Background: an optimization exercise with open tools, aiming at small area, a short achievable clock period and few clock cycles per item. Do not read the settings as production practice.
The RTL was checked by simulation tests, not by an equivalence proof against the original design.

==> flow/design.v <==
module ct128_flt (
    input  wire        clk,
    input  wire        rst,
    input  wire        in_valid,
    output wire        in_ready,
    input  wire [27:0] in_x,       
    input  wire [30:0] in_g,       
    input  wire [9:0]  in_res,     
    input  wire [1:0]  in_type,    
    input  wire [1:0]  in_resp,    
    input  wire [23:0] in_e1,      
    input  wire [15:0] in_amp,     
    input  wire [31:0] in_s1a,     
    input  wire [31:0] in_s2a,     
    input  wire [31:0] in_s1b,     
    input  wire [31:0] in_s2b,     
    output wire        out_valid,
    input  wire        out_ready,
    output wire [27:0] out_y,      
    output wire [31:0] out_s1a,
    output wire [31:0] out_s2a,
    output wire [31:0] out_s1b,
    output wire [31:0] out_s2b,
    output wire        out_sat     
);
    localparam [31:0] K1 = 32'd992008094;
    localparam [4:0] S_IDLE = 5'd0,
                     S_GK   = 5'd1,    
                     S_DEN  = 5'd2,    
                     S_DIV  = 5'd3,    
                     S_M1   = 5'd4,    
                     S_T    = 5'd5,    
                     S_M2   = 5'd6,    
                     S_HP   = 5'd7,    
                     S_M3   = 5'd8,    
                     S_V1   = 5'd9,    
                     S_M4   = 5'd10,   
                     S_V2   = 5'd11,   
                     S_M5   = 5'd12,   
                     S_NT   = 5'd13,   
                     S_A1   = 5'd14,   
                     S_A2   = 5'd15,   
                     S_A3   = 5'd16,   
                     S_A4   = 5'd17,   
                     S_DONE = 5'd18;
    function [31:0] sat32;
        input signed [71:0] v;
        begin
            if (v > 72'sd2147483647)
                sat32 = 32'h7FFF_FFFF;
            else if (v < -72'sd2147483648)
                sat32 = 32'h8000_0000;
            else
                sat32 = v[31:0];
        end
    endfunction
    function ovf32;
        input signed [71:0] v;
        begin
            ovf32 = (v > 72'sd2147483647) || (v < -72'sd2147483648);
        end
    endfunction
    function [27:0] sat28;
        input signed [71:0] v;
        begin
            if (v > 72'sd134217727)
                sat28 = 28'h7FF_FFFF;
            else if (v < -72'sd134217728)
                sat28 = 28'h800_0000;
            else
                sat28 = v[27:0];
        end
    endfunction
    function ovf28;
        input signed [71:0] v;
        begin
            ovf28 = (v > 72'sd134217727) || (v < -72'sd134217728);
        end
    endfunction
    reg  [4:0]  state;
    reg         last_stage;       
    reg  [1:0]  typ_r;
    reg  [1:0]  resp_r;
    reg  [30:0] g_r;
    reg  [31:0] k_r;              
    reg  [31:0] kmain_r;          
    reg  [23:0] e1_r;
    reg  [15:0] amp_r;
    reg  signed [31:0] x_r;       
    reg  signed [31:0] s1_r, s2_r;
    reg  [31:0] s1a_r, s2a_r, s1b_r, s2b_r;
    reg  signed [68:0] prod;
    reg  [35:0] den_r;
    reg  [35:0] rem_r;
    reg  [29:0] h_r;
    reg  [4:0]  cnt;
    reg  signed [35:0] t_r;
    reg  signed [31:0] hp_r, bp_r, lp_r;
    reg  signed [27:0] flt_r;
    reg  signed [29:0] a_r;
    reg  [27:0] y_r;
    reg         sat_r;
    wire [31:0] gk = {1'b0, g_r} + k_r;
    reg signed [35:0] mul_a;
    reg signed [32:0] mul_b;
    always @(*) begin
        mul_a = 36'sd0;
        mul_b = 33'sd0;
        case (state)
            S_GK: begin mul_a = {5'd0, g_r};             mul_b = {1'b0, gk}; end
            S_M1: begin mul_a = {{4{s1_r[31]}}, s1_r};   mul_b = {1'b0, gk}; end
            S_M2: begin mul_a = t_r;                     mul_b = {3'd0, h_r}; end
            S_M3: begin mul_a = {{4{hp_r[31]}}, hp_r};   mul_b = {2'd0, g_r}; end
            S_M4: begin mul_a = {{4{bp_r[31]}}, bp_r};   mul_b = {2'd0, g_r}; end
            S_M5: begin mul_a = {{4{bp_r[31]}}, bp_r};   mul_b = {1'b0, k_r}; end
            S_A1: begin mul_a = {{8{flt_r[27]}}, flt_r}; mul_b = {9'd0, e1_r}; end
            S_A3: begin mul_a = {{6{a_r[29]}}, a_r};     mul_b = {17'd0, amp_r}; end
            default: ;
        endcase
    end
    wire signed [68:0] prod_r29 = (prod + 69'sd268435456) >>> 29;
    wire signed [68:0] prod_r23 = (prod + 69'sd4194304) >>> 23;
    wire signed [68:0] prod_r15 = (prod + 69'sd16384) >>> 15;
    wire signed [71:0] v1_full  = prod_r29;
    wire [31:0]        v1       = sat32(v1_full);
    wire signed [71:0] bp_full  = $signed(v1) + s1_r;
    wire [31:0]        bp       = sat32(bp_full);
    wire signed [71:0] n1_full  = $signed(bp) + $signed(v1);
    wire [31:0]        n1       = sat32(n1_full);
    wire signed [71:0] v2_full  = prod_r29;
    wire [31:0]        v2       = sat32(v2_full);
    wire signed [71:0] lp_full  = $signed(v2) + s2_r;
    wire [31:0]        lp       = sat32(lp_full);
    wire signed [71:0] n2_full  = $signed(lp) + $signed(v2);
    wire [31:0]        n2       = sat32(n2_full);
    wire signed [71:0] nt_full  = x_r - prod_r29;
    wire [31:0]        notch    = sat32(nt_full);
    reg  [31:0] stage_out;
    always @(*) begin
        case (resp_r)
            2'd0: stage_out = lp_r;
            2'd1: stage_out = hp_r;
            2'd2: stage_out = bp_r;
            default: stage_out = notch;
        endcase
    end
    wire [35:0] rem2 = {rem_r[34:0], 1'b0};
    wire [9:0]  res_c = (in_res > 10'd1014) ? 10'd1014 : in_res;
    wire [15:0] amp_c = (in_amp > 16'h8000) ? 16'h8000 : in_amp;
    wire [10:0] kcode = 11'd1024 - {1'b0, res_c};
    wire [31:0] kmain = {1'b0, kcode, 20'd0};
    always @(posedge clk) begin
        if (rst) begin
            state <= S_IDLE;
            sat_r <= 1'b0;
        end else begin
            case (state)
                S_IDLE: if (in_valid) begin
                    typ_r   <= in_type;
                    resp_r  <= in_resp;
                    g_r     <= in_g;
                    kmain_r <= kmain;
                    e1_r    <= in_e1;
                    amp_r   <= amp_c;
                    x_r     <= {{4{in_x[27]}}, in_x};
                    s1a_r   <= in_s1a;
                    s2a_r   <= in_s2a;
                    s1b_r   <= in_s1b;
                    s2b_r   <= in_s2b;
                    s1_r    <= in_s1a;
                    s2_r    <= in_s2a;
                    sat_r   <= 1'b0;
                    flt_r   <= in_x;
                    if (in_type == 2'd0) begin
                        state <= S_A1;
                    end else if (in_type == 2'd1) begin
                        last_stage <= 1'b1;
                        k_r        <= kmain;
                        state      <= S_GK;
                    end else begin
                        last_stage <= 1'b0;
                        k_r        <= K1;
                        state      <= S_GK;
                    end
                end
                S_GK: begin
                    prod  <= mul_a * mul_b;
                    state <= S_DEN;
                end
                S_DEN: begin
                    den_r <= 36'd536870912 + prod_r29[35:0];
                    rem_r <= 36'd268435456;
                    h_r   <= 30'd0;
                    cnt   <= 5'd29;
                    state <= S_DIV;
                end
                S_DIV: begin
                    if (rem2 >= den_r) begin
                        rem_r <= rem2 - den_r;
                        h_r   <= {h_r[28:0], 1'b1};
                    end else begin
                        rem_r <= rem2;
                        h_r   <= {h_r[28:0], 1'b0};
                    end
                    cnt <= cnt - 5'd1;
                    if (cnt == 5'd0)
                        state <= S_M1;
                end
                S_M1: begin
                    prod  <= mul_a * mul_b;
                    state <= S_T;
                end
                S_T: begin
                    t_r   <= x_r - $signed(prod_r29[35:0]) - s2_r;
                    state <= S_M2;
                end
                S_M2: begin
                    prod  <= mul_a * mul_b;
                    state <= S_HP;
                end
                S_HP: begin
                    hp_r  <= sat32(prod_r29);
                    sat_r <= sat_r | ovf32(prod_r29);
                    state <= S_M3;
                end
                S_M3: begin
                    prod  <= mul_a * mul_b;
                    state <= S_V1;
                end
                S_V1: begin
                    bp_r  <= bp;
                    s1_r  <= n1;
                    sat_r <= sat_r | ovf32(v1_full) | ovf32(bp_full) | ovf32(n1_full);
                    state <= S_M4;
                end
                S_M4: begin
                    prod  <= mul_a * mul_b;
                    state <= S_V2;
                end
                S_V2: begin
                    lp_r  <= lp;
                    s2_r  <= n2;
                    sat_r <= sat_r | ovf32(v2_full) | ovf32(lp_full) | ovf32(n2_full);
                    state <= S_M5;
                end
                S_M5: begin
                    prod  <= mul_a * mul_b;
                    state <= S_NT;
                end
                S_NT: begin
                    sat_r <= sat_r | ovf32(nt_full) |
                             (last_stage & ovf28($signed(stage_out)));
                    if (!last_stage) begin
                        s1a_r      <= s1_r;
                        s2a_r      <= s2_r;
                        x_r        <= stage_out;
                        s1_r       <= s1b_r;
                        s2_r       <= s2b_r;
                        k_r        <= kmain_r;
                        last_stage <= 1'b1;
                        state      <= S_GK;
                    end else begin
                        if (typ_r == 2'd1) begin
                            s1a_r <= s1_r;
                            s2a_r <= s2_r;
                        end else begin
                            s1b_r <= s1_r;
                            s2b_r <= s2_r;
                        end
                        flt_r <= sat28($signed(stage_out));
                        state <= S_A1;
                    end
                end
                S_A1: begin
                    prod  <= mul_a * mul_b;
                    state <= S_A2;
                end
                S_A2: begin
                    a_r   <= prod_r23[29:0];
                    state <= S_A3;
                end
                S_A3: begin
                    prod  <= mul_a * mul_b;
                    state <= S_A4;
                end
                S_A4: begin
                    y_r   <= sat28(prod_r15);
                    sat_r <= sat_r | ovf28(prod_r15);
                    state <= S_DONE;
                end
                S_DONE: if (out_ready) begin
                    state <= S_IDLE;
                end
                default: state <= S_IDLE;
            endcase
        end
    end
    assign in_ready  = (state == S_IDLE);
    assign out_valid = (state == S_DONE);
    assign out_y     = y_r;
    assign out_s1a   = s1a_r;
    assign out_s2a   = s2a_r;
    assign out_s1b   = s1b_r;
    assign out_s2b   = s2b_r;
    assign out_sat   = sat_r;
endmodule
==> flow/run.sh <==
#!/bin/bash
# synth_recipe.tcl (not shown) runs the flow's synth.tcl, then flattens the netlist and writes it again
# the make line also repeats each setting of config.mk as NAME=value (left out here)
make -C /OpenROAD-flow-scripts/flow DESIGN_CONFIG=/design/flow/config.mk WORK_HOME=/design/flow/orfs CLKGATE_MAP_FILE= SYNTH_SCRIPT=/design/flow/synth_recipe.tcl finish
==> flow/config.mk <==
export PLATFORM = sky130hd
export DESIGN_NAME = ct128_flt
export DESIGN_NICKNAME = ct128_flt
export VERILOG_FILES = /design/flow/design.v
export SDC_FILE = /design/flow/constraint.sdc
export NUM_CORES = 4
export LEC_CHECK = 0
export CAP_MARGIN = 20
export CORE_MARGIN = 2
export CORE_UTILIZATION = 40
export PLACE_DENSITY = 0.6
export SLEW_MARGIN = 20
==> flow/constraint.sdc <==
create_clock -name core_clock -period 12.0 [get_ports {clk}]
set_input_delay 2.4000 -clock core_clock [delete_from_list [all_inputs] [get_ports {clk}]]
set_output_delay 2.4000 -clock core_clock [all_outputs]
set_load 0.01 [all_outputs]
==> run notes, run 1 <==
ratio of routed vias to standard cells 5.57; fraction of final layout cells with drive strength greater than 1 9.74%; final critical path time including I/O delays and setup 11570 ps; number of endpoints with negative hold slack in the final report 0; Startpoint Class flip-flop; GRT Util Overall 30.1%; die span in y 462 µm; CTS sink cnt 708; DP Area 95800 µm²; most frequent cells in the layout nand2_1 (1562), inv_1 (1485), fa_1 (1241); endpoint class of the critical path flip-flop; buffers plus inverters on the worst setup path 11; synthesized area 84000 µm²; Min Hold Slack 542 ps; global-route wire length before repair 470000 µm; stage delay of the slowest cell on the critical path 560 ps; die area 214000 µm²; Max-Slew Margin vs Limit 23.1%; Largest delay share family, worst path adder cells; area leader, netlist fa_1; top flip-flop cell by instance count after synthesis edfxtp_1; num ports 404; net count after synthesis 10700; final count of negative-setup-slack endpoints 0; cell with the most instances on the worst path fa_1; Cell Rows 168; DRC violations left 0; warning count from the yosys run 1; Final Non-Filler Cells 12400; total via count after detailed routing 69100; run status finished clean; cell count after synthesis 8782; worst endpoint data arrival time 12040 ps; count of hold buffers inserted by post-cts repair 0; routed length per placed instance 25.9 µm; Initial Utilization 40.2%; number of placed cells counting well taps 12200; cts bufs inserted 88; Area contributors post-synth fa_1 (30%), edfxtp_1 (25%), nand2_1 (7.0%); final setup skew 76.3 ps; drt pass-1 iters 9; CP Data Required Time 12480 ps; number of flops mapped to enable cells by yosys 702; total number of H-tree levels 3; CTS tree built; flops & latches, synth 708; mean instance size in the synthesized netlist 9.57 µm²; largest net degree at the start of global routing 139; drt initial violations 6782; clock tree buffer depth 3; half-perimeter wire length of the detailed placement result 263000 µm; crit path max fanout 36; number of antenna violations at the first check in global routing 24; sequential share of the synthesized area 25.2%; P&R area growth vs syn 17.9%; transition time at the pin with the least slew margin 1140 ps; path class of the lowest-slack min-delay path flip-flop to flip-flop; share of synthesized registers carrying an async set or reset 0%; post-route cell area 99000 µm²; total wire length 321000 µm; critical path class flip-flop to flip-flop; Max Transition Viols Final 0; via count of the first global-routing pass 71300; period utilisation layout 96.4%; Die Wd 462 µm; remaining antenna violation count 0; final weighted congestion of routability-driven global placement 0.996; clock insertion delay at the later pin of the skew report 770 ps; clock tree root buffer cell clkbuf_16; overflow left after global routing 0; number of distinct library cell variants in the gate-level netlist after synthesis 103; Final nets 11500; portion of synthesized cell area occupied by the leading cell type 29.6%; maximum clock frequency 86.4 MHz; utilization after layout 47.3%; clock input transition at the sequential cells of the worst setup and hold paths 60 ps; area of the core 209000 µm²; leading cell type in the layout, fill and taps excluded nand2_1; max_cap viols 0; critical path's slowest cell fa_1; Buffers on Ports 403
registers in the layout, summed over array words and instances, names as in the netlist, 11 cells and up:
signal / flops
amp_r: 16
prod: 55
a_r: 30
den_r: 36
y_r: 28
s1a_r: 32
g_r: 31
e1_r: 24
lp_r: 32
t_r: 36
bp_r: 32
flt_r: 28
s1b_r: 32
x_r: 32
s2b_r: 32
s2a_r: 32
rem_r: 35
hp_r: 32
kmain_r: 11
s1_r: 32
k_r: 12
h_r: 30
s2_r: 32
worst min-delay path, delay by kind of cell (launching register included):
| kind | cells | cell delay, ps |
|---|---|---|
| flip-flops | 1 | 320 |
| AND/OR/NAND/NOR | 1 | 40 |
| AO/OA/AOI/OAI | 1 | 70 |
what timing repair did:
| item | in CTS | in global routing |
|---|---|---|
| gates resized for setup | 1 | 27 |
| cloned | 0 | 1 |
| setup buffers | 0 | 7 |
| setup endpoints to repair | 2 | 10 |
| pin swaps | 0 | 12 |
synthesized netlist by cell type (all sizes together) (33+ instances only):
cell,instances
inv,1485
or3,36
nor2,388
mux2,33
nor3,83
o21ai,294
a211oi,36
xnor2,244
nand3,142
and2,98
a221oi,69
o21a,45
buf,45
xor2,159
a21o,133
nand2,1563
a21oi,279
clkbuf,355
nand2b,83
nand4,52
nor2b,150
and3,33
o21bai,38
a222oi,33
fa,1242
a22oi,82
ha,460
edfxtp,702
stage by stage:
step,setup TNS (ps),setup WS (ps)
floorplan,0,893
global placement,0,64.3
detailed placement,0,40.9
CTS,0,132
global route,-80.3,-61.4
finish,0,432
path summary, 6_finish.rpt:
path / start / depth (start not counted) / to / slack (ps)
worst max-delay path: k_r[14]$_SDFFCE_PP0P_ / 45 / prod[67]$_DFFE_PP_ / 430
worst min-delay path: kmain_r[20]$_DFFE_PP_ / 2 / k_r[20]$_DFFE_PP_ / 540
worst max register to register: k_r[14]$_SDFFCE_PP0P_ / 45 / prod[67]$_DFFE_PP_ / 430
worst min register to register: kmain_r[20]$_DFFE_PP_ / 2 / k_r[20]$_DFFE_PP_ / 540
area by class of cell:
cell class / count / area (µm²)
Sequential cell: 708 / 21200
Timing Repair Buffer: 1043 / 9560
Clock inverter: 59 / 654
Multi-Input combinational cell: 6189 / 56200
Tap cell: 2805 / 3510
Inverter: 1485 / 5570
Fill cell: 19600 / 110000
Antenna cell: 8 / 20.0
Clock buffer: 104 / 2280
cell families (layout without fill, tap and decap cells):
logic type,after synthesis,count (layout),share of synthesized area (%)
and+or+nand+nor,2736,2736,14.4
buffers and inverters,1885,2691,8.49
adders and majority gates,1710,1710,36.5
AOI/OAI and AO/OA,1275,1275,10.2
DFF,708,708,25.2
xor gates and xnor gates,403,403,4.22
muxes,65,65,0.824
other,0,8,0
routing by layer:
layer  wire [µm]  track usage, %
met1      129000            39.8
met2      144000            46.9
met3       29400            6.39
met4       18200            15.0
met5          96               0
Testbench counts, summed over its fixed seeds: cycles 176,700, items 3,200.
==> inputs of run 2 (changes only) <==
--- a/flow/design.v
+++ b/flow/design.v
@@ -93,2 +93,3 @@
     reg  [35:0] den_r;
+    reg  [37:0] den3_r;
     reg  [35:0] rem_r;
@@ -146,3 +147,7 @@
     end
-    wire [35:0] rem2 = {rem_r[34:0], 1'b0};
+    wire [37:0] rem4 = {rem_r, 2'b00};
+    wire [38:0] dv1  = {1'b0, rem4} - {3'b0, den_r};
+    wire [38:0] dv2  = {1'b0, rem4} - {2'b0, den_r, 1'b0};
+    wire [38:0] dv3  = {1'b0, rem4} - {1'b0, den3_r};
+    wire [35:0] den_n = 36'd536870912 + prod_r29[35:0];
     wire [9:0]  res_c = (in_res > 10'd1014) ? 10'd1014 : in_res;
@@ -190,6 +195,7 @@
                 S_DEN: begin
-                    den_r <= 36'd536870912 + prod_r29[35:0];
-                    rem_r <= 36'd268435456;
-                    h_r   <= 30'd0;
-                    cnt   <= 5'd29;
+                    den_r  <= den_n;
+                    den3_r <= {2'b0, den_n} + {1'b0, den_n, 1'b0};
+                    rem_r  <= 36'd268435456;
+                    h_r    <= 30'd0;
+                    cnt    <= 5'd14;
                     state <= S_DIV;
@@ -197,8 +203,14 @@
                 S_DIV: begin
-                    if (rem2 >= den_r) begin
-                        rem_r <= rem2 - den_r;
-                        h_r   <= {h_r[28:0], 1'b1};
+                    if (!dv3[38]) begin
+                        rem_r <= dv3[35:0];
+                        h_r   <= {h_r[27:0], 2'b11};
+                    end else if (!dv2[38]) begin
+                        rem_r <= dv2[35:0];
+                        h_r   <= {h_r[27:0], 2'b10};
+                    end else if (!dv1[38]) begin
+                        rem_r <= dv1[35:0];
+                        h_r   <= {h_r[27:0], 2'b01};
                     end else begin
-                        rem_r <= rem2;
-                        h_r   <= {h_r[28:0], 1'b0};
+                        rem_r <= rem4[35:0];
+                        h_r   <= {h_r[27:0], 2'b00};
                     end
==> run notes, run 2 <==
DRC violations left 0 (unchanged); synthesized-area fraction occupied by adder cells 35.4% (-1.2 points); die area 231000 µm² (+8.1%); clock insertion delay at the later pin of the skew report 810 ps (+40 ps); leading cell type in the layout, fill and taps excluded nand2_1; simple-gate portion of the synthesized area 13.6% (-0.83 points); Final Non-Filler Cells 13200 (+6.4%); clock tree buffer depth 3 (unchanged); transition time at the pin with the least slew margin 1240 ps (+96.9 ps); num ports 404 (unchanged); number of antenna violations at the first check in global routing 30 (+25%); XOR/XNOR share of the synthesized area 4.99% (+0.77 points); area of the core 225000 µm² (+7.7%); warning count from the yosys run 1 (unchanged); maximum clock frequency 86.1 MHz (-0.42%); final critical path time including I/O delays and setup 11620 ps (+48.2 ps); post-placement setup slack 669 ps (+628 ps); endpoint class of the critical path flip-flop; dominant combinational cell family by area after synthesis adder cells; period utilisation layout 96.8% (+0.40 points); die span in y 481 µm (+4.0%); Compound-Gate Fraction of Synth Area 12.5% (+2.3 points); overflow left after global routing 0 (unchanged); CTS sink cnt 746 (+5.4%); number of flip-flops in the largest register 55 (unchanged); utilization after layout 46.1% (-1.2 points); number of distinct library cell variants in the gate-level netlist after synthesis 100 (-2.9%); Cell Rows 174 (+3.6%); routed length per placed instance 27.1 µm (+4.8%); Final nets 12200 (+6.3%); portion of synthesized cell area occupied by the leading cell type 27.4% (-2.2 points); Buffers on Ports 403 (unchanged); stage delay of the slowest cell on the critical path 800 ps (+240 ps); grt met3 use 5.86% (-0.53 points); half-perimeter wire length of the detailed placement result 294000 µm (+12%); most frequent cells after synthesis nand2_1 (1573), inv_1 (1530), fa_1 (1243); net count after synthesis 11700 (+8.9%); number of endpoints with negative hold slack in the final report 0 (unchanged); setup ws final 384 ps (-48.2 ps); top-count cell post-synth nand2_1; global-route track usage on met2 47.5% (+0.56 points); sequential share of the synthesized area 24.6% (-0.65 points); CP Data Required Time 12510 ps (+30 ps); share of cell area taken by muxes after synthesis 0.653% (-0.17 points); flops & latches, synth 746 (+5.4%); drt pass-1 iters 9 (unchanged); largest register by flop count prod; largest net degree at the start of global routing 89 (-36%); Most Used Layer, Global Route met2; path class of the lowest-slack min-delay path flip-flop to flip-flop; buffers plus inverters on the worst setup path 4 (-7); Initial Utilization 40.3% (+0.17 points); clock input transition at the sequential cells of the worst setup and hold paths 70 ps (about the same); synthesized area 90900 µm² (+8.2%); area leader, netlist fa_1; fraction of final layout cells with drive strength greater than 1 7.12% (-2.6 points); number of placed cells counting well taps 13000 (+6.6%); Min Hold Slack 464 ps (-77.3 ps); critical path's slowest cell a21oi_1; global-route wire length before repair 520000 µm (+11%); worst endpoint data arrival time 12130 ps (+90 ps); max_cap viols 0 (unchanged); total number of H-tree levels 3 (unchanged); total via count after detailed routing 75100 (+8.7%); share of synthesized registers carrying an async set or reset 0% (unchanged); drt initial violations 7665 (+13%); final count of negative-setup-slack endpoints 0 (unchanged); cts bufs inserted 90 (+2.3%); final weighted congestion of routability-driven global placement 1.01 (+1.8%); critical path class flip-flop to flip-flop; CTS tree built; biggest regs prod (55), den3_r (38); cell with the most instances on the worst path a21oi_1; Area contributors post-synth fa_1 (27%), edfxtp_1 (24%), ha_1 (7.8%); via count of the first global-routing pass 76700 (+7.7%); GRT Util Overall 30.9% (+0.75 points); first element of the critical path prod[49]$_DFFE_PP_; setup tns final 0 ps (unchanged); global routing met1 resource utilization 42.1% (+2.3 points); remaining antenna violation count 0 (unchanged); DP Area 101000 µm² (+5.2%); mean instance size in the synthesized netlist 9.43 µm² (-1.4%); number of flops mapped to enable cells by yosys 740 (+5.4%); run status finished clean; post-route cell area 104000 µm² (+5.0%); P&R area growth vs syn 14.4%; ratio of routed vias to standard cells 5.69 (+2.1%); most frequent cells in the layout nand2_1 (1572), inv_1 (1530), fa_1 (1242); final setup skew 108 ps (+31.8 ps); count of fill cells added during filler insertion 21400 (+9.0%); Max Transition Viols Final 0 (unchanged); clock tree root buffer cell clkbuf_16; Largest delay share family, worst path compound AO/OA/AOI/OAI gates; unrepaired setup endpoints after global routing false; top flip-flop cell by instance count after synthesis edfxtp_1; total wire length 358000 µm (+12%); hold_sp kmain_r[27]$_DFFE_PP_; reg-to-reg startpoint prod[49]$_DFFE_PP_; Max-Slew Margin vs Limit 16.9% (-6.2 points); crit path max fanout 29 (-19%); Startpoint Class flip-flop; cell count after synthesis 9632 (+9.7%); Die Wd 481 µm (+4.0%)
-- run 2: changes by cell type after synthesis, sizes merged, moves of 57 or more --
cell and change:
a21o +72, ha +109, nor2 +98, nor2b -57, a21oi +171, xnor2 +73
-- run 2: final timing paths --
kind / to / slack [ps] / cells after the start
max: s2_r[14]$_DFFE_PP_ / 380 / 42
min: k_r[27]$_DFFE_PP_ / 460 / 1
max reg2reg: s2_r[14]$_DFFE_PP_ / 380 / 42
min reg2reg: k_r[27]$_DFFE_PP_ / 460 / 1
-- run 2: repair_timing --
action,CTS,global route
hold buffers,0,0
setup endpoints to repair,0,38
resized for setup,0,5
buffers inserted,0,0
endpoints found under the hold margin,0,0
-- run 2: area by class of cell --
| class | instances | area (µm²) | area share [%] |
|---|---|---|---|
| inverter | 1530 | 5740 | 5.52 |
| sequential | 746 | 22300 | 21.5 |
| clock inverter | 56 | 752 | 0.723 |
| timing repair buffer | 835 | 7600 | 7.31 |
| tap | 2992 | 3740 | 3.60 |
| multi-input combinational | 6927 | 61400 | 59.1 |
| clock buffer | 106 | 2310 | 2.22 |
| antenna | 8 | 20.0 | 0.0193 |
-- run 2: cell families (layout without fill, tap and decap cells) --
family / after synthesis / after routing
and+or+nand+nor: 2815 / 2815
buffers and inverters: 1959 / 2527
adders and majority gates: 1827 / 1827
AOI/OAI and AO/OA: 1714 / 1714
DFF: 746 / 746
xor gates and xnor gates: 516 / 516
muxes: 55 / 55
other: 0 / 8
-- run 2: layer usage --
layer | share of wire [%] | up-vias
li1 | - | 32800
met4 | 5.3 | 24
met5 | 0.042 | -
met3 | 8.7 | 650
met1 | 41 | 38200
met2 | 44 | 3496
Testbench counts of run 2, summed over its fixed seeds: cycles 120,450, items 3,200.
==> inputs of run 3 (changes only) <==
--- a/flow/design.v
+++ b/flow/design.v
@@ -111,3 +111,3 @@
             S_GK: begin mul_a = {5'd0, g_r};             mul_b = {1'b0, gk}; end
-            S_M1: begin mul_a = {{4{s1_r[31]}}, s1_r};   mul_b = {1'b0, gk}; end
+            S_M1, S_DIV: begin mul_a = {{4{s1_r[31]}}, s1_r};   mul_b = {1'b0, gk}; end
             S_M2: begin mul_a = t_r;                     mul_b = {3'd0, h_r}; end
@@ -216,5 +216,9 @@
                     end
+                    if (cnt == 5'd14)
+                        prod <= mul_a * mul_b;
+                    if (cnt == 5'd13)
+                        t_r <= x_r - $signed(prod_r29[35:0]) - s2_r;
                     cnt <= cnt - 5'd1;
                     if (cnt == 5'd0)
-                        state <= S_M1;
+                        state <= S_M2;
                 end
@@ -303,3 +307,32 @@
                 S_DONE: if (out_ready) begin
-                    state <= S_IDLE;
+                    if (in_valid) begin
+                        typ_r   <= in_type;
+                        resp_r  <= in_resp;
+                        g_r     <= in_g;
+                        kmain_r <= kmain;
+                        e1_r    <= in_e1;
+                        amp_r   <= amp_c;
+                        x_r     <= {{4{in_x[27]}}, in_x};
+                        s1a_r   <= in_s1a;
+                        s2a_r   <= in_s2a;
+                        s1b_r   <= in_s1b;
+                        s2b_r   <= in_s2b;
+                        s1_r    <= in_s1a;
+                        s2_r    <= in_s2a;
+                        sat_r   <= 1'b0;
+                        flt_r   <= in_x;
+                        if (in_type == 2'd0) begin
+                            state <= S_A1;
+                        end else if (in_type == 2'd1) begin
+                            last_stage <= 1'b1;
+                            k_r        <= kmain;
+                            state      <= S_GK;
+                        end else begin
+                            last_stage <= 1'b0;
+                            k_r        <= K1;
+                            state      <= S_GK;
+                        end
+                end else begin
+                        state <= S_IDLE;
+                    end
                 end
@@ -309,3 +342,3 @@
     end
-    assign in_ready  = (state == S_IDLE);
+    assign in_ready  = (state == S_IDLE) | ((state == S_DONE) & out_ready);
     assign out_valid = (state == S_DONE);
==> run notes, run 3 <==
total number of H-tree levels 3 (unchanged); Area contributors post-synth fa_1 (27%), edfxtp_1 (24%), ha_1 (7.8%); Startpoint Class flip-flop; remaining antenna violation count 0 (unchanged); final weighted congestion of routability-driven global placement 1.03 (+1.9%); final critical path time including I/O delays and setup 11640 ps (+21.9 ps); die area 237000 µm² (+2.7%); final setup skew 88.1 ps (-20.0 ps); top-count cell post-synth nand2_1; via count of the first global-routing pass 78500 (+2.3%); most frequent cells after synthesis nand2_1 (1607), inv_1 (1566), fa_1 (1243); number of endpoints with negative hold slack in the final report 0 (unchanged); setup ws final 362 ps (-21.9 ps); P&R area growth vs syn 14.1%; leading cell type in the layout, fill and taps excluded nand2_1; net count after synthesis 12000 (+2.7%); drt pass-1 iters 8 (-1); critical path class flip-flop to flip-flop; die span in y 487 µm (+1.3%); Final Non-Filler Cells 13500 (+2.6%); DRC violations left 0 (unchanged); total wire length 380000 µm (+6.3%); transition time at the pin with the least slew margin 1260 ps (+20.5 ps); Max-Slew Margin vs Limit 16.1% (-0.77 points); Die Wd 487 µm (+1.3%); endpoint class of the critical path flip-flop; CTS sink cnt 766 (+2.7%); fraction of final layout cells with drive strength greater than 1 7.09% (-0.025 points); clock insertion delay at the later pin of the skew report 800 ps (about the same); buffers plus inverters on the worst setup path 8 (+4); Initial Utilization 40.2% (-0.16 points); GRT Util Overall 31.9% (+1.0 points); maximum clock frequency 85.9 MHz (-0.19%); Buffers on Ports 403 (unchanged); period utilisation layout 97.0% (+0.18 points); number of antenna violations at the first check in global routing 29 (-3.3%); run status finished clean; area of the core 232000 µm² (+3.1%); share of synthesized registers carrying an async set or reset 0% (unchanged); number of placed cells counting well taps 13400 (+2.6%); DP Area 103000 µm² (+2.4%); Min Hold Slack 530 ps (+65.7 ps); max_cap viols 0 (unchanged); storage element area 22900 µm² (+2.7%); half-perimeter wire length of the detailed placement result 312000 µm (+6.3%); CTS tree built; largest net degree at the start of global routing 84 (-5.6%); Cell Rows 177 (+1.7%); final count of negative-setup-slack endpoints 0 (unchanged); Final nets 12500 (+2.5%); cts bufs inserted 94 (+4.4%); cell count after synthesis 9932 (+3.1%); crit path max fanout 4 (-86%); ratio of routed vias to standard cells 5.76 (+1.1%); worst endpoint data arrival time 12110 ps (-20 ps); Multi-input gate area 63200 µm² (+2.9%); largest register by flop count prod; top flip-flop cell by instance count after synthesis edfxtp_1; area leader, netlist fa_1; number of distinct library cell variants in the gate-level netlist after synthesis 99 (-1.0%); portion of synthesized cell area occupied by the leading cell type 26.7% (-0.72 points); count of hold buffers inserted by post-cts repair 0 (unchanged); routed length per placed instance 28.1 µm (+3.6%); Largest delay share family, worst path adder cells; warning count from the yosys run 1 (unchanged); global-route wire length before repair 548000 µm (+5.3%); biggest regs prod (55), den3_r (38); sequential share of the synthesized area 24.6% (about the same); cell with the most instances on the worst path fa_1; number of flip-flops in the largest register 55 (unchanged); total via count after detailed routing 77900 (+3.8%); overflow left after global routing 0 (unchanged); stage delay of the slowest cell on the critical path 540 ps (-260 ps); num ports 404 (unchanged); critical path's slowest cell fa_1; synthesized area 93300 µm² (+2.7%); clock input transition at the sequential cells of the worst setup and hold paths 60 ps (about the same); most frequent cells in the layout nand2_1 (1607), inv_1 (1566), fa_1 (1242); flops & latches, synth 766 (+2.7%); drt initial violations 8496 (+11%); number of flops mapped to enable cells by yosys 760 (+2.7%); mean instance size in the synthesized netlist 9.40 µm² (-0.41%); clock tree buffer depth 3 (unchanged); clock tree root buffer cell clkbuf_16; Max Transition Viols Final 0 (unchanged); CP Data Required Time 12470 ps (-40 ps); post-route cell area 107000 µm² (+2.4%); count of fill cells added during filler insertion 22200 (+3.7%); path class of the lowest-slack min-delay path flip-flop to flip-flop; post-placement setup slack 204 ps (-465 ps)
-- run 3: changes by cell type in the layout (fill, tap and decap cells not counted), moves of 17 or more --
cell / previous run / this run
a211o_1: 19 / 40
a211oi_1: 44 / 75
a22oi_1: 112 / 93
and3_1: 45 / 67
edfxtp_1: 740 / 760
inv_1: 1530 / 1566
nand2_1: 1572 / 1607
nor3_1: 102 / 84
o211ai_1: 57 / 30
o21ai_0: 300 / 360
o22ai_1: 20 / 37
-- run 3: cells by family (layout without fill, tap and decap cells) --
logic type | Yosys count | count (layout) | synth area share, %
AO/OA/AOI/OAI | 1878 | 1878 | 13.4
buffers and inverters | 2002 | 2560 | 8.16
XOR/XNOR | 520 | 520 | 4.92
flip-flops | 766 | 766 | 24.6
multiplexers | 62 | 62 | 0.713
adder cells (fa/ha/maj) | 1835 | 1835 | 34.6
other | 0 | 8 | 0
AND/OR/NAND/NOR | 2869 | 2869 | 13.6
-- run 3: path summary, 6_finish.rpt --
kind	from	endpoint	slack [ps]	cells past startpoint
worst max-delay path	g_r[1]$_DFFE_PP_	prod[52]$_DFFE_PP_	360	43
worst min-delay path	kmain_r[24]$_DFFE_PP_	k_r[24]$_DFFE_PP_	530	2
worst max register to register	g_r[1]$_DFFE_PP_	prod[52]$_DFFE_PP_	360	43
worst min register to register	kmain_r[24]$_DFFE_PP_	k_r[24]$_DFFE_PP_	530	2
-- run 3: worst reg2reg max path, delay by kind of cell, from the launching register on --
kind / cells / cell delay (ps)
AND/OR/NAND/NOR: 2 / 190
XOR/XNOR: 2 / 440
buffers and inverters: 8 / 880
flip-flops: 1 / 450
adder cells (fa/ha/maj): 10 / 4790
AO/OA/AOI/OAI: 21 / 4640
-- run 3: area by class of cell --
| type | instances | share of cell area [%] |
|---|---|---|
| clock buffer | 106 | 2.25 |
| sequential | 766 | 21.5 |
| timing repair buffer | 826 | 7.15 |
| tap | 3043 | 3.57 |
| inverter | 1566 | 5.52 |
| clock inverter | 62 | 0.593 |
| antenna | 8 | 0.0188 |
| multi-input combinational | 7164 | 59.3 |
-- run 3: timing repair --
| item | in CTS | in global routing |
|---|---|---|
| buffers inserted | 0 | 1 |
| setup endpoints to repair | 0 | 51 |
| resized for setup | 0 | 21 |
-- run 3: routing by layer --
layer | global-route usage [%] | routed length, µm | vias to the layer above | share of wire [%]
met1 | 43.3 | 156000 | 39400 | 41
met5 | 0 | 130 | - | 0.034
met3 | 6.61 | 35200 | 693 | 9.3
met2 | 48.0 | 165000 | 3873 | 43
li1 | - | - | 34000 | -
met4 | 16.5 | 23200 | 18 | 6.1
-- run 3: stage by stage --
step	TNS (ps)	util, %
floorplan	0	-
CTS	0	45.8
global placement	0	44.5
detailed placement	0	44.5
global route	-21.4	45.8
finish	0	45.8
Testbench counts of run 3, summed over its fixed seeds: cycles 109,758, items 3,200.
==> inputs of run 4 (changes only) <==
--- a/flow/config.mk
+++ b/flow/config.mk
@@ -7,2 +7,3 @@
 export LEC_CHECK = 0
+export ABC_CLOCK_PERIOD_IN_PS = 8000
 export CAP_MARGIN = 20
@@ -11,2 +12,4 @@
 export PLACE_DENSITY = 0.6
+export SETUP_SLACK_MARGIN = 2.5
 export SLEW_MARGIN = 20
+export TNS_END_PERCENT = 20
==> run notes, run 4 <==
run status finished clean; Final Non-Filler Cells 13700 (+1.5%); period utilisation layout 91.1% (-5.9 points); final weighted congestion of routability-driven global placement 1.04 (+1.0%); Initial Utilization 40.2% (unchanged); critical path's slowest cell fa_1; transition time at the pin with the least slew margin 1210 ps (-53.5 ps); CTS sink cnt 766 (unchanged); flops & latches, synth 766 (unchanged); unrepaired setup endpoints after global routing true; Cell Rows 177 (unchanged); setup ws final 1070 ps (+710 ps); most frequent cells after synthesis nand2_1 (1607), inv_1 (1566), fa_1 (1243); routed length per placed instance 27.7 µm (-1.5%); overflow left after global routing 0 (unchanged); die span in y 487 µm (unchanged); clock input transition at the sequential cells of the worst setup and hold paths 80 ps (+20 ps); critical path class flip-flop to flip-flop; final critical path time including I/O delays and setup 10930 ps (-710 ps); DRC violations left 0 (unchanged); number of antenna violations at the first check in global routing 26 (-10%); final setup skew 120 ps (+32.0 ps); Buffers on Ports 403 (unchanged); num ports 404 (unchanged); total number of H-tree levels 3 (unchanged); cell with the most instances on the worst path fa_1; maximum clock frequency 91.5 MHz (+6.5%); utilization after layout 47.3% (+1.4 points); drt pass-1 iters 10 (+2); warning count from the yosys run 1 (unchanged); area leader, netlist fa_1; final count of negative-setup-slack endpoints 0 (unchanged); die area 237000 µm² (unchanged); leading cell type in the layout, fill and taps excluded nand2_1; Startpoint Class flip-flop; cts bufs inserted 95 (+1.1%); number of flops mapped to enable cells by yosys 760 (unchanged); cell count after synthesis 9932 (unchanged); portion of synthesized cell area occupied by the leading cell type 26.7% (unchanged); count of hold buffers inserted by post-cts repair 0 (unchanged); stage delay of the slowest cell on the critical path 610 ps (+70 ps); synthesized area 93300 µm² (unchanged); half-perimeter wire length of the detailed placement result 305000 µm (-2.2%); GRT Util Overall 31.6% (-0.32 points); number of placed cells counting well taps 13300 (-0.15%); sequential share of the synthesized area 24.6% (unchanged); Max-Slew Margin vs Limit 19.2% (+3.1 points); crit path max fanout 37 (+33); total wire length 380000 µm (about the same); most frequent cells in the layout nand2_1 (1598), inv_1 (1562), fa_1 (1218); top-count cell post-synth nand2_1; endpoint class of the critical path flip-flop; top flip-flop cell by instance count after synthesis edfxtp_1; P&R area growth vs syn 17.7%; clock insertion delay at the later pin of the skew report 820 ps (+20 ps); post-route cell area 110000 µm² (+3.1%); global-route wire length before repair 544000 µm (-0.80%); number of endpoints with negative hold slack in the final report 0 (unchanged); drt initial violations 8373 (-1.4%); share of synthesized registers carrying an async set or reset 0% (unchanged); Die Wd 487 µm (unchanged); worst endpoint data arrival time 11400 ps (-710 ps); largest net degree at the start of global routing 92 (+9.5%); setup tns final 0 ps (unchanged); clock tree buffer depth 3 (unchanged); fraction of final layout cells with drive strength greater than 1 10.9% (+3.8 points); CP Data Required Time 12470 ps (about the same); count of fill cells added during filler insertion 21900 (-1.4%); post-placement setup slack 674 ps (+471 ps); Min Hold Slack 530 ps (+0.361 ps); remaining antenna violation count 0 (unchanged); net count after synthesis 12000 (unchanged); path class of the lowest-slack min-delay path flip-flop to flip-flop; number of flip-flops in the largest register 55 (unchanged); Max Transition Viols Final 0 (unchanged); total via count after detailed routing 79200 (+1.6%); number of distinct library cell variants in the gate-level netlist after synthesis 99 (unchanged); Area contributors post-synth fa_1 (27%), edfxtp_1 (24%), ha_1 (7.8%); R2R setup slack 1070 ps (+710 ps); Final nets 12700 (+1.5%); biggest regs prod (55), den3_r (38); max_cap viols 0 (unchanged); via count of the first global-routing pass 78400 (-0.16%); DP Area 103000 µm² (about the same); area of the core 232000 µm² (unchanged); mean instance size in the synthesized netlist 9.40 µm² (unchanged); largest register by flop count prod; clock tree root buffer cell clkbuf_16; ratio of routed vias to standard cells 5.76 (+0.11%); CTS tree built
## run 4: layout make-up
class,count,area (µm²),area share (%)
well taps,3043,3810,3.47
inverters,1566,5880,5.35
diodes,11,27.5,0.0251
repair buffers,1013,9310,8.47
clock buffers,112,2440,2.22
multi-input cells,7166,64700,58.9
clock inverters,65,703,0.640
flip-flops and latches,766,22900,20.9
## run 4: logic make-up (layout without fill, tap and decap cells)
logic type	Yosys count	after routing	share of synthesized area, %
AOI/OAI and AO/OA	1878	1878	13.4
xor gates and xnor gates	520	520	4.92
adders and majority gates	1835	1835	34.6
buffers and inverters	2002	2756	8.16
DFF	766	766	24.6
muxes	62	62	0.713
other	0	11	0
and+or+nand+nor	2869	2871	13.6
## run 4: worst max-delay path, delay by kind of cell, from the launching register on
family	cells	cell delay, ps
AO/OA/AOI/OAI	22	4660
adder cells (fa/ha/maj)	10	4510
buffers and inverters	4	620
flip-flops	1	440
AND/OR/NAND/NOR	2	220
XOR/XNOR	1	130
## run 4: metal layers
metal / track usage [%] / wire length [µm]
met4: 16.9 / 24100
met1: 43.0 / 156000
met5: 0 / 120
met2: 48.2 / 167000
met3: 5.03 / 32800
## run 4: final timing paths
| check | startpoint | endpoint | cells past startpoint |
|---|---|---|---|
| setup / recovery | k_r[1]$_SDFFCE_PP0P_ | prod[66]$_DFFE_PP_ | 39 |
| hold / removal | h_r[10]$_SDFFCE_PN0P_ | h_r[12]$_SDFFCE_PN0P_ | 1 |
| setup reg to reg | k_r[1]$_SDFFCE_PP0P_ | prod[66]$_DFFE_PP_ | 39 |
| hold reg to reg | h_r[10]$_SDFFCE_PN0P_ | h_r[12]$_SDFFCE_PN0P_ | 1 |
## run 4: what timing repair did
action | 4_1_cts | 5_1_grt
setup endpoints to repair | 118 | 116
gates cloned | 7 | 3
buffers inserted | 69 | 130
pin swaps | 100 | 88
resized for setup | 139 | 184

## afterwards: timing with drivers on the ports
Ports are ideal in the flow. The routed layouts listed here were re-timed in OpenROAD. Step 1: set_driving_cell puts a clkbuf_16 on clk and a buf_2 on each other input, an assumption about the parent block. Step 2 moves the port delays by t, midway between the first and last clock arrival at a register: inputs arrive t later, outputs are due t later. That takes back most of the time a late clock gives input paths. Slacks: no drivers / after step 1 / after step 2; pairs: no drivers / after step 1.
| run | t (ns) | slack for setup (ns) | hold WS [ns] | worst setup path after step 2 | latest minus earliest clock arrival (ns) |
|---|---|---|---|---|---|
| run 1 | 0.834 | 0.432 / 0.432 / 0.432 | 0.542 / 0.542 / 0.542 | register to register | 0.080 / 0.080 |
| run 2 | 0.861 | 0.384 / 0.384 / 0.384 | 0.464 / 0.464 / 0.464 | register to register | 0.115 / 0.115 |
| run 3 | 0.863 | 0.362 / 0.362 / 0.362 | 0.530 / 0.530 / 0.530 | register to register | 0.088 / 0.089 |
| run 4 | 0.853 | 1.072 / 1.072 / 1.072 | 0.530 / 0.530 / 0.530 | register to register | 0.134 / 0.134 |
After both steps every run listed still meets setup and hold.
